From an optimization exercise on the open Yosys and OpenROAD flow, aimed at small area, a short achievable clock period and few clock cycles; shortcuts taken in it are not production practice. At most, simulation tests tie the RTL to the original design; equivalence was not proved.

==> inputs of v7 <==
## aes_core
module aes_core (
    input  wire         clk,
    input  wire         rst,
    input  wire         in_valid,
    output reg          in_ready,
    input  wire         in_aes256,
    input  wire [255:0] in_key,
    input  wire [127:0] in_block,
    output reg          out_valid,
    output reg  [127:0] out_block
);
    reg  [5:0]   t;                 
    reg  [1:0]   ph;                
    reg  [3:0]   w;                 
    reg          m256;              
    reg          v1, v2;            
    reg          lda;               
    reg          lds;               
    reg  [15:0]  eq16;              
    reg          eqv;               
    reg          vld4;              
    reg  [127:0] s0;                
    reg  [191:0] s1;                
    reg  [127:0] s2;                
    reg  [127:0] kp, kq;
    reg  [47:0]  ks1;               
    reg  [31:0]  ks2;               
    wire [5:0] t_fin0 = m256 ? 6'd42 : 6'd30;             
    wire [5:0] t_fin1 = t_fin0 + 6'd2;
    wire [5:0] t_fin2 = t_fin0 + 6'd4;
    wire [5:0] t_end  = v2 ? t_fin2 : v1 ? t_fin1 : t_fin0;
    wire       done   = t == t_end;                      
  ...
export LEC_CHECK = 0
export CAP_MARGIN = 30
export CORE_MARGIN = 2
export CORE_UTILIZATION = 50
export CTS_CLUSTER_DIAMETER = 100
export CTS_CLUSTER_SIZE = 20
export SLEW_MARGIN = 30
export TNS_END_PERCENT = 10
create_clock -name core_clock -period 11.5 [get_ports {clk}]
standard.sh (not shown) runs the stock make flow with config.mk's settings and CLKGATE_MAP_FILE= SYNTH_SCRIPT=/design/flow/synth_recipe.tcl, a recipe that flattens the netlist after the stock synthesis.
==> flow/flow/run.sh <==
#!/bin/bash
# The standard layout (standard synthesis unchanged), with two changes to how
# it is made: repair_timing aims for 8.2 ns of setup slack beyond the
# constraint, and the port buffers are buf_2 cells.
bash standard.sh finish SETUP_SLACK_MARGIN=8.2 \
  "BUFFER_PORTS_ARGS=-buffer_cell sky130_fd_sc_hd__buf_2" > standard.log 2>&1
==> v20 (differences from v7) <==
--- a/flow/design.v
+++ b/flow/design.v
@@ -108,34 +108,34 @@
     generate
         for (g = 0; g < 16; g = g + 1) begin : g_sa
             sbox_a u_a (.x(x[127-8*g -: 8]), .y(s1_d[191-12*g -: 12]));
         end
     endgenerate
-    wire        rot = ~m256 | w[0];
-    wire [31:0] rw  = rot ? {kp[23:0], kp[31:24]} : kp[31:0];
     wire [47:0] ks1_d;
     generate
         for (g = 0; g < 4; g = g + 1) begin : g_ka
-            sbox_a u_a (.x(rw[31-8*g -: 8]), .y(ks1_d[47-12*g -: 12]));
+            sbox_a u_a (.x(kp[31-8*g -: 8]), .y(ks1_d[47-12*g -: 12]));
         end
     endgenerate
     wire [127:0] s2_d;
     generate
         for (g = 0; g < 16; g = g + 1) begin : g_sb
             wire [11:0] m;
             sbox_i u_i (.x(s1[191-12*g -: 12]), .y(m));
             sbox_m u_m (.x(m), .y(s2_d[127-8*g -: 8]));
         end
     endgenerate
-    wire [31:0] ks2_d;
+    wire [31:0] kb;
     generate
         for (g = 0; g < 4; g = g + 1) begin : g_kb
             wire [11:0] m;
             sbox_i u_i (.x(ks1[47-12*g -: 12]), .y(m));
-            sbox_m u_m (.x(m), .y(ks2_d[31-8*g -: 8]));
-        end
-    endgenerate
+            sbox_m u_m (.x(m), .y(kb[31-8*g -: 8]));
+        end
+    endgenerate
+    wire        rot   = ~m256 | w[0];
+    wire [31:0] ks2_d = rot ? {kb[23:0], kb[31:24]} : kb;
     wire [127:0] sb;
     generate
         for (g = 0; g < 16; g = g + 1) begin : g_sc
             sbox_c u_c (.x(s2[127-8*g -: 8]), .y(sb[127-8*g -: 8]));
         end
@@ -187,24 +187,28 @@
             default: rcon = 8'h00;
         endcase
     end
     wire         use_rcon = ~m256 | w[0];
     wire [31:0]  tw   = ksub ^ {(use_rcon ? rcon : 8'h00), 24'd0};
-    wire [127:0] base = m256 ? kq : kp;     
+    wire [127:0] base = kq;                 
     wire [31:0]  e0   = base[127:96] ^ tw;
     wire [31:0]  e1   = base[95:64]  ^ e0;
     wire [31:0]  e2   = base[63:32]  ^ e1;
     wire [31:0]  e3   = base[31:0]   ^ e2;
     wire [127:0] e    = {e0, e1, e2, e3};
     wire take   = in_valid & in_ready & ~rst;
     wire take_a = in_valid & lda & ~rst;          
     wire take_b = take & ~lda;                    
-    wire [255:0] kdiff = in_key ^ {kp, m256 ? kq : in_key[127:0]};
+    wire [255:0] kdiff = in_key ^ {kp, kq};
     wire [15:0]  eq16_d;
     generate
         for (g = 0; g < 16; g = g + 1) begin : g_eq
-            assign eq16_d[g] = ~|kdiff[16*g+15 -: 16];
+            if (g < 8) begin : g_lo
+                assign eq16_d[g] = ~|kdiff[16*g+15 -: 16] | ~m256;
+            end else begin : g_hi
+                assign eq16_d[g] = ~|kdiff[16*g+15 -: 16];
+            end
         end
     endgenerate
     wire [5:0] t_n  = take_a ? 6'd1 : (t == 6'd0 | done) ? 6'd0 : t + 6'd1;
     wire       v1_n = ~take_a & (v1 | (take_b & (t == 6'd3)));
     wire       v2_n = ~take_a & (v2 | (take_b & (t == 6'd7)));
@@ -227,11 +231,11 @@
             kp   <= in_key[255:128];
             kq   <= in_key[127:0];
             ph   <= 2'd0;
             w    <= 4'd0;
         end else begin
-            kq <= kp;
+            kq <= (ph == 2'd1 && !m256) ? kq : kp;
             if (ph == 2'd2)
                 kp <= (m256 && w == 4'd0) ? kq : e;
             else
                 kp <= kq;
             ph <= (ph == 2'd2) ? 2'd0 : ph + 2'd1;
==> flow/flow/run.sh (replaced) <==
#!/bin/bash
# The standard layout (standard synthesis unchanged), with two changes to how
# it is made: repair_timing aims for 8.4 ns of setup slack beyond the
# constraint, and the port buffers are buf_2 cells.
bash standard.sh finish SETUP_SLACK_MARGIN=8.4 \
  "BUFFER_PORTS_ARGS=-buffer_cell sky130_fd_sc_hd__buf_2" > standard.log 2>&1
CORE_UTILIZATION = 55   (was 50)
==> notes <==
Between v20 and v7, the lower maximum frequency is in v20 (gap 4.3%, measured against v7).
Against v20, the wire length of v7 is larger by 11%.
Register-to-register slack: v7 is lower than v20 (0.08 ns).
Against v20, the area after synthesis of v7 is larger by about 3%.
==> figures <==
| quantity | v7 | v20 |
|---|---|---|
| Final instance area | 70600 sq um | 68900 sq um |
| Maximum number of pins on one net before global-route repair | 155 | 99 |
| Multiplexer fraction of the synthesized cell area | 5.20% | 3.44% |
| Post-CTS Setup Repair Bufs | 2 | 5 |
| Resized Gates After CTS | 101 | 61 |
| Status | timing/DRC/antenna clean | timing/DRC/antenna clean |
| Footprint of the multi-input gates | 43800 sq um | 41000 sq um |
| Area share of the leading cell type in the synthesized netlist | 29.5% | 26.3% |
| Sequential cell area in the final layout | 19100 sq um | 20400 sq um |
Testbench counts of v7, summed over its fixed seeds: cycles 66,868.
No functional check of the RTL was part of v20.

==> run a <==
==> flow/design.v <==
module sbox_a (
    input  wire [7:0]  x,
    output wire [11:0] y      
);
    wire [7:0] e;
    assign e[0] = x[0] ^ x[1] ^ x[3] ^ x[4] ^ x[7];
    assign e[1] = x[0];
    assign e[2] = x[0] ^ x[5] ^ x[6];
    assign e[3] = x[0] ^ x[1] ^ x[2] ^ x[3] ^ x[6];
    assign e[4] = x[0] ^ x[1] ^ x[2] ^ x[5] ^ x[6] ^ x[7];
    assign e[5] = x[0] ^ x[4] ^ x[5] ^ x[6];
    assign e[6] = x[0] ^ x[1] ^ x[5] ^ x[6];
    assign e[7] = x[0] ^ x[5] ^ x[6] ^ x[7];
    wire [3:0] a1 = e[7:4], a0 = e[3:0];
    wire [3:0] s  = a1 ^ a0;
    function automatic [1:0] nsc(input [1:0] v);    
        nsc = {v[0] ^ v[1], v[1]};
    endfunction
    function automatic [1:0] m4(input [1:0] a, input [1:0] b);
        reg e;
        begin
            e = (a[1] ^ a[0]) & (b[1] ^ b[0]);
            m4 = {(a[1] & b[1]) ^ e, (a[0] & b[0]) ^ e};
        end
    endfunction
    function automatic [3:0] m16(input [3:0] a, input [3:0] b);
        reg [1:0] e;
        begin
            e = nsc(m4(a[3:2] ^ a[1:0], b[3:2] ^ b[1:0]));
            m16 = {m4(a[3:2], b[3:2]) ^ e, m4(a[1:0], b[1:0]) ^ e};
        end
    endfunction
    wire [3:0] vs2 = {s[3], s[2] ^ s[3], s[0] ^ s[2], s[1] ^ s[3]};
    assign y = {a1, a0, m16(a1, a0) ^ vs2};
endmodule
module sbox_i (
    input  wire [11:0] x,     
    output wire [11:0] y      
);
    function automatic [1:0] nsc(input [1:0] v);    
        nsc = {v[0] ^ v[1], v[1]};
    endfunction
    function automatic [1:0] m4(input [1:0] a, input [1:0] b);
        reg e;
        begin
            e = (a[1] ^ a[0]) & (b[1] ^ b[0]);
            m4 = {(a[1] & b[1]) ^ e, (a[0] & b[0]) ^ e};
        end
    endfunction
    function automatic [3:0] m16(input [3:0] a, input [3:0] b);
        reg [1:0] e;
        begin
            e = nsc(m4(a[3:2] ^ a[1:0], b[3:2] ^ b[1:0]));
            m16 = {m4(a[3:2], b[3:2]) ^ e, m4(a[1:0], b[1:0]) ^ e};
        end
    endfunction
    wire [1:0] t1 = x[3:2], t0 = x[1:0];
    wire [1:0] u  = t1 ^ t0;
    wire [1:0] nu2 = {u[0] ^ u[1], u[0]};    
    wire [1:0] p  = m4(t1, t0) ^ nu2;             
    wire [1:0] pi = {p[0], p[1]};                  
    assign y = {x[11:4], m4(t0, pi), m4(t1, pi)};
endmodule
module sbox_m (
    input  wire [11:0] x,     
    output wire [7:0]  y      
);
    function automatic [1:0] nsc(input [1:0] v);    
        nsc = {v[0] ^ v[1], v[1]};
    endfunction
    function automatic [1:0] m4(input [1:0] a, input [1:0] b);
        reg e;
        begin
            e = (a[1] ^ a[0]) & (b[1] ^ b[0]);
            m4 = {(a[1] & b[1]) ^ e, (a[0] & b[0]) ^ e};
        end
    endfunction
    function automatic [3:0] m16(input [3:0] a, input [3:0] b);
        reg [1:0] e;
        begin
            e = nsc(m4(a[3:2] ^ a[1:0], b[3:2] ^ b[1:0]));
            m16 = {m4(a[3:2], b[3:2]) ^ e, m4(a[1:0], b[1:0]) ^ e};
        end
    endfunction
    assign y = {m16(x[7:4], x[3:0]), m16(x[11:8], x[3:0])};
endmodule
module sbox_c (
    input  wire [7:0] x,      
    output wire [7:0] y       
);
    assign y[0] = ~(x[2] ^ x[5] ^ x[7]);
    assign y[1] = ~(x[2] ^ x[6] ^ x[7]);
    assign y[2] = (x[0] ^ x[1] ^ x[3] ^ x[5] ^ x[6]);
    assign y[3] = (x[0] ^ x[4] ^ x[5] ^ x[6] ^ x[7]);
    assign y[4] = (x[0] ^ x[4] ^ x[6]);
    assign y[5] = ~(x[3] ^ x[5]);
    assign y[6] = ~(x[0] ^ x[4]);
    assign y[7] = (x[0] ^ x[6]);
endmodule
module aes_core (
    input  wire         clk,
    input  wire         rst,
    input  wire         in_valid,
    output reg          in_ready,
    input  wire         in_aes256,
    input  wire [255:0] in_key,
    input  wire [127:0] in_block,
    output reg          out_valid,
    output reg  [127:0] out_block
);
    reg  [5:0]   t;                 
    reg  [1:0]   ph;                
    reg  [3:0]   w;                 
    reg          m256;              
    reg          v1, v2;            
    reg          lda;               
    reg          lds;               
    reg  [15:0]  eq16;              
    reg          eqv;               
    reg          vld4;              
    reg  [127:0] s0;                
    reg  [191:0] s1;                
    reg  [127:0] s2;                
    reg  [127:0] kp, kq;
    reg  [47:0]  ks1;               
    reg  [31:0]  ks2;               
    wire [5:0] t_fin0 = m256 ? 6'd42 : 6'd30;             
    wire [5:0] t_fin1 = t_fin0 + 6'd2;
    wire [5:0] t_fin2 = t_fin0 + 6'd4;
    wire [5:0] t_end  = v2 ? t_fin2 : v1 ? t_fin1 : t_fin0;
    wire       done   = t == t_end;                      
    wire [127:0] x = s0 ^ kp;
    wire [191:0] s1_d;
    genvar g;
    generate
        for (g = 0; g < 16; g = g + 1) begin : g_sa
            sbox_a u_a (.x(x[127-8*g -: 8]), .y(s1_d[191-12*g -: 12]));
        end
    endgenerate
    wire [47:0] ks1_d;
    generate
        for (g = 0; g < 4; g = g + 1) begin : g_ka
            sbox_a u_a (.x(kp[31-8*g -: 8]), .y(ks1_d[47-12*g -: 12]));
        end
    endgenerate
    wire [127:0] s2_d;
    generate
        for (g = 0; g < 16; g = g + 1) begin : g_sb
            wire [11:0] m;
            sbox_i u_i (.x(s1[191-12*g -: 12]), .y(m));
            sbox_m u_m (.x(m), .y(s2_d[127-8*g -: 8]));
        end
    endgenerate
    wire [31:0] kb;
    generate
        for (g = 0; g < 4; g = g + 1) begin : g_kb
            wire [11:0] m;
            sbox_i u_i (.x(ks1[47-12*g -: 12]), .y(m));
            sbox_m u_m (.x(m), .y(kb[31-8*g -: 8]));
        end
    endgenerate
    wire        rot   = ~m256 | w[0];
    wire [31:0] ks2_d = rot ? {kb[23:0], kb[31:24]} : kb;
    wire [127:0] sb;
    generate
        for (g = 0; g < 16; g = g + 1) begin : g_sc
            sbox_c u_c (.x(s2[127-8*g -: 8]), .y(sb[127-8*g -: 8]));
        end
    endgenerate
    wire [127:0] shifted;
    generate
        for (g = 0; g < 16; g = g + 1) begin : g_shift
            localparam integer R = g % 4;
            localparam integer C = g / 4;
            localparam integer SRC = R + 4 * ((C + R) % 4);
            assign shifted[127-8*g -: 8] = sb[127-8*SRC -: 8];
        end
    endgenerate
    function automatic [7:0] xtime(input [7:0] v);
        xtime = {v[6:0], 1'b0} ^ (v[7] ? 8'h1B : 8'h00);
    endfunction
    wire [127:0] mixed;
    generate
        for (g = 0; g < 4; g = g + 1) begin : g_mix
            wire [7:0] a0 = shifted[127-32*g -: 8];
            wire [7:0] a1 = shifted[119-32*g -: 8];
            wire [7:0] a2 = shifted[111-32*g -: 8];
            wire [7:0] a3 = shifted[103-32*g -: 8];
            assign mixed[127-32*g -: 8] = xtime(a0) ^ (xtime(a1) ^ a1) ^ a2 ^ a3;
            assign mixed[119-32*g -: 8] = a0 ^ xtime(a1) ^ (xtime(a2) ^ a2) ^ a3;
            assign mixed[111-32*g -: 8] = a0 ^ a1 ^ xtime(a2) ^ (xtime(a3) ^ a3);
            assign mixed[103-32*g -: 8] = (xtime(a0) ^ a0) ^ a1 ^ a2 ^ xtime(a3);
        end
    endgenerate
    wire [31:0] ksub;
    generate
        for (g = 0; g < 4; g = g + 1) begin : g_kc
            sbox_c u_c (.x(ks2[31-8*g -: 8]), .y(ksub[31-8*g -: 8]));
        end
    endgenerate
    reg [7:0] rcon;
    always @(*) begin
        case (m256 ? {1'b0, w[3:1]} : w)
            4'd0: rcon = 8'h01;
            4'd1: rcon = 8'h02;
            4'd2: rcon = 8'h04;
            4'd3: rcon = 8'h08;
            4'd4: rcon = 8'h10;
            4'd5: rcon = 8'h20;
            4'd6: rcon = 8'h40;
            4'd7: rcon = 8'h80;
            4'd8: rcon = 8'h1b;
            4'd9: rcon = 8'h36;
            default: rcon = 8'h00;
        endcase
    end
    wire         use_rcon = ~m256 | w[0];
    wire [31:0]  tw   = ksub ^ {(use_rcon ? rcon : 8'h00), 24'd0};
    wire [127:0] base = kq;                 
    wire [31:0]  e0   = base[127:96] ^ tw;
    wire [31:0]  e1   = base[95:64]  ^ e0;
    wire [31:0]  e2   = base[63:32]  ^ e1;
    wire [31:0]  e3   = base[31:0]   ^ e2;
    wire [127:0] e    = {e0, e1, e2, e3};
    wire take   = in_valid & in_ready & ~rst;
    wire take_a = in_valid & lda & ~rst;          
    wire take_b = take & ~lda;                    
    wire [255:0] kdiff = in_key ^ {kp, kq};
    wire [15:0]  eq16_d;
    generate
        for (g = 0; g < 16; g = g + 1) begin : g_eq
            if (g < 8) begin : g_lo
                assign eq16_d[g] = ~|kdiff[16*g+15 -: 16] | ~m256;
            end else begin : g_hi
                assign eq16_d[g] = ~|kdiff[16*g+15 -: 16];
            end
        end
    endgenerate
    wire [5:0] t_nt   = (t == 6'd0 | done) ? 6'd0 : t + 6'd1;
    wire       lda_nt = (t_nt == 6'd0) | (t_nt == t_end);
    wire [5:0] t_n    = take_a ? 6'd1 : t_nt;
    wire       v1_n   = ~take_a & (v1 | (take_b & (t == 6'd3)));
    wire       v2_n   = ~take_a & (v2 | (take_b & (t == 6'd7)));
    wire       lda_n  = ~take_a & lda_nt;
    wire       ldb_n  = in_valid & eqv & (&eq16) & ((t == 6'd2) | (t == 6'd6 & v1));
    always @(posedge clk) begin
        s1  <= s1_d;
        s2  <= s2_d;
        ks1 <= ks1_d;
        ks2 <= ks2_d;
        s0 <= lds ? in_block : mixed;
        lds <= lda_nt | (t == 6'd1) | (t == 6'd3);
        eq16 <= eq16_d;
        out_block <= shifted ^ (ph == 2'd2 ? e : kq);
        if (lda) begin
            m256 <= in_aes256;
            kp   <= in_key[255:128];
            kq   <= in_key[127:0];
            ph   <= 2'd0;
            w    <= 4'd0;
        end else begin
            kq <= (ph == 2'd1 && !m256) ? kq : kp;
            if (ph == 2'd2)
                kp <= (m256 && w == 4'd0) ? kq : e;
            else
                kp <= kq;
            ph <= (ph == 2'd2) ? 2'd0 : ph + 2'd1;
            w  <= (ph == 2'd2) ? w + 4'd1 : w;
        end
        if (rst) begin
            t         <= 6'd0;
            v1        <= 1'b0;
            v2        <= 1'b0;
            out_valid <= 1'b0;
            in_ready  <= 1'b0;
            lda       <= 1'b0;
            eqv       <= 1'b0;
            vld4      <= 1'b0;
        end else begin
            vld4      <= in_valid & (t == 6'd4);
            eqv       <= in_valid & (in_aes256 == m256) & ((t == 6'd1) | (t == 6'd5 & vld4));
            t         <= t_n;
            v1        <= v1_n;
            v2        <= v2_n;
            out_valid <= (t != 6'd0) & ((t == t_fin0) | (v1 & t == t_fin1) | (v2 & t == t_fin2));
            lda       <= lda_n;
            in_ready  <= lda_n | ldb_n;
        end
    end
endmodule
==> flow/flow/run.sh <==
#!/bin/bash
# Layout flow: the standard flow with three changes to how the layout is
# made (the design, constraints and checks are unchanged):
#  - synthesis is the standard flow's own synthesis script, except that ABC maps the
#    logic with flow/abc.script (area-oriented mapping, no buffering or
#    sizing: the placer's repair does that with real wire loads). Registers
#    are mapped before ABC runs, so they are the standard synthesis's.
#  - repair_timing aims for 8.35 ns of setup slack beyond the constraint;
#  - the port buffers are buf_2 cells.
set -e
here=$PWD
{
  echo 'proc abc {args} {'
  echo '  set i [lsearch -exact $args -script]'
  echo "  if {\$i >= 0} { lset args [expr {\$i + 1}] $here/flow/abc.script }"
  echo '  yosys abc {*}$args'
  echo '}'
  cat synth_recipe.tcl
} > my_synth.tcl
args=(SYNTH_SCRIPT=$here/my_synth.tcl SETUP_SLACK_MARGIN=8.35
      "BUFFER_PORTS_ARGS=-buffer_cell sky130_fd_sc_hd__buf_2")
bash standard.sh synth "${args[@]}" > synth.log 2>&1
bash standard.sh finish "${args[@]}" > standard.log 2>&1
==> flow/flow/abc.script <==
&get -n
&st
&dch
&nf -R 1000
&put
==> flow/standard.sh <==
#!/bin/bash
# synth_recipe.tcl (not shown) runs the flow's synth.tcl, then flattens the netlist and writes it again
# the make line also repeats each setting of config.mk as NAME=value (left out here)
make -C /OpenROAD-flow-scripts/flow DESIGN_CONFIG=/design/flow/config.mk WORK_HOME=/design/flow/orfs CLKGATE_MAP_FILE= SYNTH_SCRIPT=/design/flow/synth_recipe.tcl "${@:-finish}"
==> flow/config.mk <==
export PLATFORM = sky130hd
export DESIGN_NAME = aes_core
export DESIGN_NICKNAME = aes_core
export VERILOG_FILES = /design/flow/design.v
export SDC_FILE = /design/flow/constraint.sdc
export NUM_CORES = 8
export LEC_CHECK = 0
export CAP_MARGIN = 30
export CORE_MARGIN = 2
export CORE_UTILIZATION = 55
export CTS_CLUSTER_DIAMETER = 100
export CTS_CLUSTER_SIZE = 20
export SLEW_MARGIN = 30
export TNS_END_PERCENT = 10
==> flow/constraint.sdc <==
create_clock -name core_clock -period 11.5 [get_ports {clk}]
set_input_delay 2.3000 -clock core_clock [delete_from_list [all_inputs] [get_ports {clk}]]
set_output_delay 2.3000 -clock core_clock [all_outputs]
set_load 0.01 [all_outputs]
==> run b: changes against run a <==
==> flow/design.v, changed modules only <==
module sbox_a (
    input  wire [7:0]  x,
    output wire [11:0] y      
);
    wire [7:0] e;
    assign e[0] = x[0] ^ x[2] ^ x[5] ^ x[7];
    assign e[1] = x[2] ^ x[5] ^ x[6] ^ x[7];
    assign e[2] = x[2];
    assign e[3] = x[3] ^ x[4];
    assign e[4] = x[1] ^ x[5] ^ x[7];
    assign e[5] = x[2] ^ x[3];
    assign e[6] = x[1] ^ x[4] ^ x[6] ^ x[7];
    assign e[7] = x[5] ^ x[7];
    wire [3:0] h = e[7:4], l = e[3:0];
    wire [6:0] q;
    assign q[0] = (h[0] & l[0]);
    assign q[1] = (h[0] & l[1]) ^ (h[1] & l[0]);
    assign q[2] = (h[0] & l[2]) ^ (h[1] & l[1]) ^ (h[2] & l[0]);
    assign q[3] = (h[0] & l[3]) ^ (h[1] & l[2]) ^ (h[2] & l[1]) ^ (h[3] & l[0]);
    assign q[4] = (h[1] & l[3]) ^ (h[2] & l[2]) ^ (h[3] & l[1]);
    assign q[5] = (h[2] & l[3]) ^ (h[3] & l[2]);
    assign q[6] = (h[3] & l[3]);
    wire [3:0] p = {q[3] ^ q[6], q[2] ^ q[5] ^ q[6], q[1] ^ q[4] ^ q[5], q[0] ^ q[4]};
    wire [3:0] d;
    assign d[0] = p[0] ^ h[2] ^ h[3] ^ l[0] ^ l[2];
    assign d[1] = p[1] ^ h[0] ^ h[1] ^ l[2];
    assign d[2] = p[2] ^ h[1] ^ h[2] ^ l[1] ^ l[3];
    assign d[3] = p[3] ^ h[0] ^ h[1] ^ h[2] ^ l[3];
    assign y = {h, h ^ l, d};
endmodule
module sbox_i (
    input  wire [11:0] x,     
    output wire [11:0] y      
);
    wire [3:0] d = x[3:0];
    wire [3:0] di;
    assign di[0] = (d[0]) ^ (d[1]) ^ (d[2]) ^ (d[0] & d[2]) ^ (d[1] & d[2]) ^ (d[0] & d[1] & d[2]) ^ (d[3]) ^ (d[1] & d[2] & d[3]);
    assign di[1] = (d[0] & d[1]) ^ (d[0] & d[2]) ^ (d[1] & d[2]) ^ (d[3]) ^ (d[1] & d[3]) ^ (d[0] & d[1] & d[3]);
    assign di[2] = (d[0] & d[1]) ^ (d[2]) ^ (d[0] & d[2]) ^ (d[3]) ^ (d[0] & d[3]) ^ (d[0] & d[2] & d[3]);
    assign di[3] = (d[1]) ^ (d[2]) ^ (d[3]) ^ (d[0] & d[3]) ^ (d[1] & d[3]) ^ (d[2] & d[3]) ^ (d[1] & d[2] & d[3]);
    assign y = {x[11:4], di};
endmodule
module sbox_m (
    input  wire [11:0] x,     
    output wire [7:0]  y      
);
    wire [3:0] h = x[11:8], hl = x[7:4], di = x[3:0];
    function automatic [3:0] gmul(input [3:0] a, input [3:0] b);
        reg [6:0] q;
        integer i;
        begin
            q = 7'd0;
            for (i = 0; i < 4; i = i + 1)
                if (b[i]) q = q ^ ({3'd0, a} << i);
            gmul = {q[3] ^ q[6], q[2] ^ q[5] ^ q[6], q[1] ^ q[4] ^ q[5], q[0] ^ q[4]};
        end
    endfunction
    assign y = {gmul(h, di), gmul(hl, di)};
endmodule
module sbox_c (
    input  wire [7:0] x,      
    output wire [7:0] y       
);
    assign y[0] = ~(x[0] ^ x[1] ^ x[2] ^ x[3] ^ x[5] ^ x[7]);
    assign y[1] = ~(x[0] ^ x[1] ^ x[4]);
    assign y[2] = (x[0] ^ x[2] ^ x[3] ^ x[5] ^ x[6] ^ x[7]);
    assign y[3] = (x[0] ^ x[1] ^ x[2] ^ x[3] ^ x[6]);
    assign y[4] = (x[0] ^ x[3] ^ x[4]);
    assign y[5] = ~(x[1] ^ x[2] ^ x[5] ^ x[6]);
    assign y[6] = ~(x[4] ^ x[5] ^ x[6]);
    assign y[7] = (x[1] ^ x[2] ^ x[3]);
endmodule
==> flow/flow/run.sh (replaced) <==
#!/bin/bash
# The standard layout (standard synthesis unchanged), with two changes to how
# it is made: repair_timing aims for 8.35 ns of setup slack beyond the
# constraint, and the port buffers are buf_2 cells.
bash standard.sh finish SETUP_SLACK_MARGIN=8.35 \
  "BUFFER_PORTS_ARGS=-buffer_cell sky130_fd_sc_hd__buf_2" > standard.log 2>&1
- CORE_UTILIZATION: 55 -> 65
removed: flow/flow/abc.script
==> run notes <==
| item | run a | run b |
|---|---|---|
| Result of the run | timing/DRC/antenna clean | timing/DRC/antenna clean |
| Worst-case setup slack after placement | 7.61 ns | 7.98 ns |
| GR Layer Usage met3 | 0.0539 | 0.0889 |
| Final estimated routing congestion in global placement | 1.02 | 1.09 |
| Number of instances resized during post-cts repair | 55 | 61 |
| Vias | 43,800 | 49,200 |
| Endpoint of the most critical register-to-register path | out_block[51] | kp[14] |
| Vias per inst | 5.36 | 5.80 |
| Highest attainable clock frequency | 282 MHz | 285 MHz |
| Share of cell area taken by muxes after synthesis | 0.0314 | 0.0355 |
| Number of antenna violations at the first check in global routing | 38 | 41 |
| Ratio of final minimum period to clock period | 0.308 | 0.305 |
| Share of synthesized cell area in full adder, half adder and majority cells | 0.0242 | 0.0368 |
Testbench counts of run a, summed over its fixed seeds: cycles 66,868.
Testbench counts of run b, summed over its fixed seeds: cycles 66,868.

afterwards: timing with drivers on the ports:
In the flow no input, the clock included, has a driving cell. The finished layouts below were timed again as built, in two steps.
Step 1, drivers: a clkbuf_16 drives clk and a buf_2 each remaining input, both assumed.
Step 2 adds t to the input delays and takes it off the output delays; t is the mean of the earliest and latest rising clock arrival at the registers after step 1. Input paths then give back, and output paths get back, about the clock's delay inside the block.
a / b / c = no drivers / after step 1 / after step 2; a / b = the first two.
| run | shift t [ns] | slack for setup (ns) | worst slew at a driven data input, ns | pins driven straight from the clock port |
|---|---|---|---|---|
| v7 | 0.782 | 7.971 / 7.890 / 7.337 | 0.27 | 1 |
| v20 | 0.770 | 7.814 / 7.847 / 7.076 | 0.23 | 1 |
| run a | 0.770 | 7.953 / 7.879 / 7.575 | 0.22 | 1 |
| run b | 0.762 | 7.991 / 7.914 / 7.915 | 0.18 | 1 |
After both steps every run listed still meets setup and hold. The setup slack of v20, which loses most, moves by +0.033 ns with the drivers and by -0.738 ns with both steps.
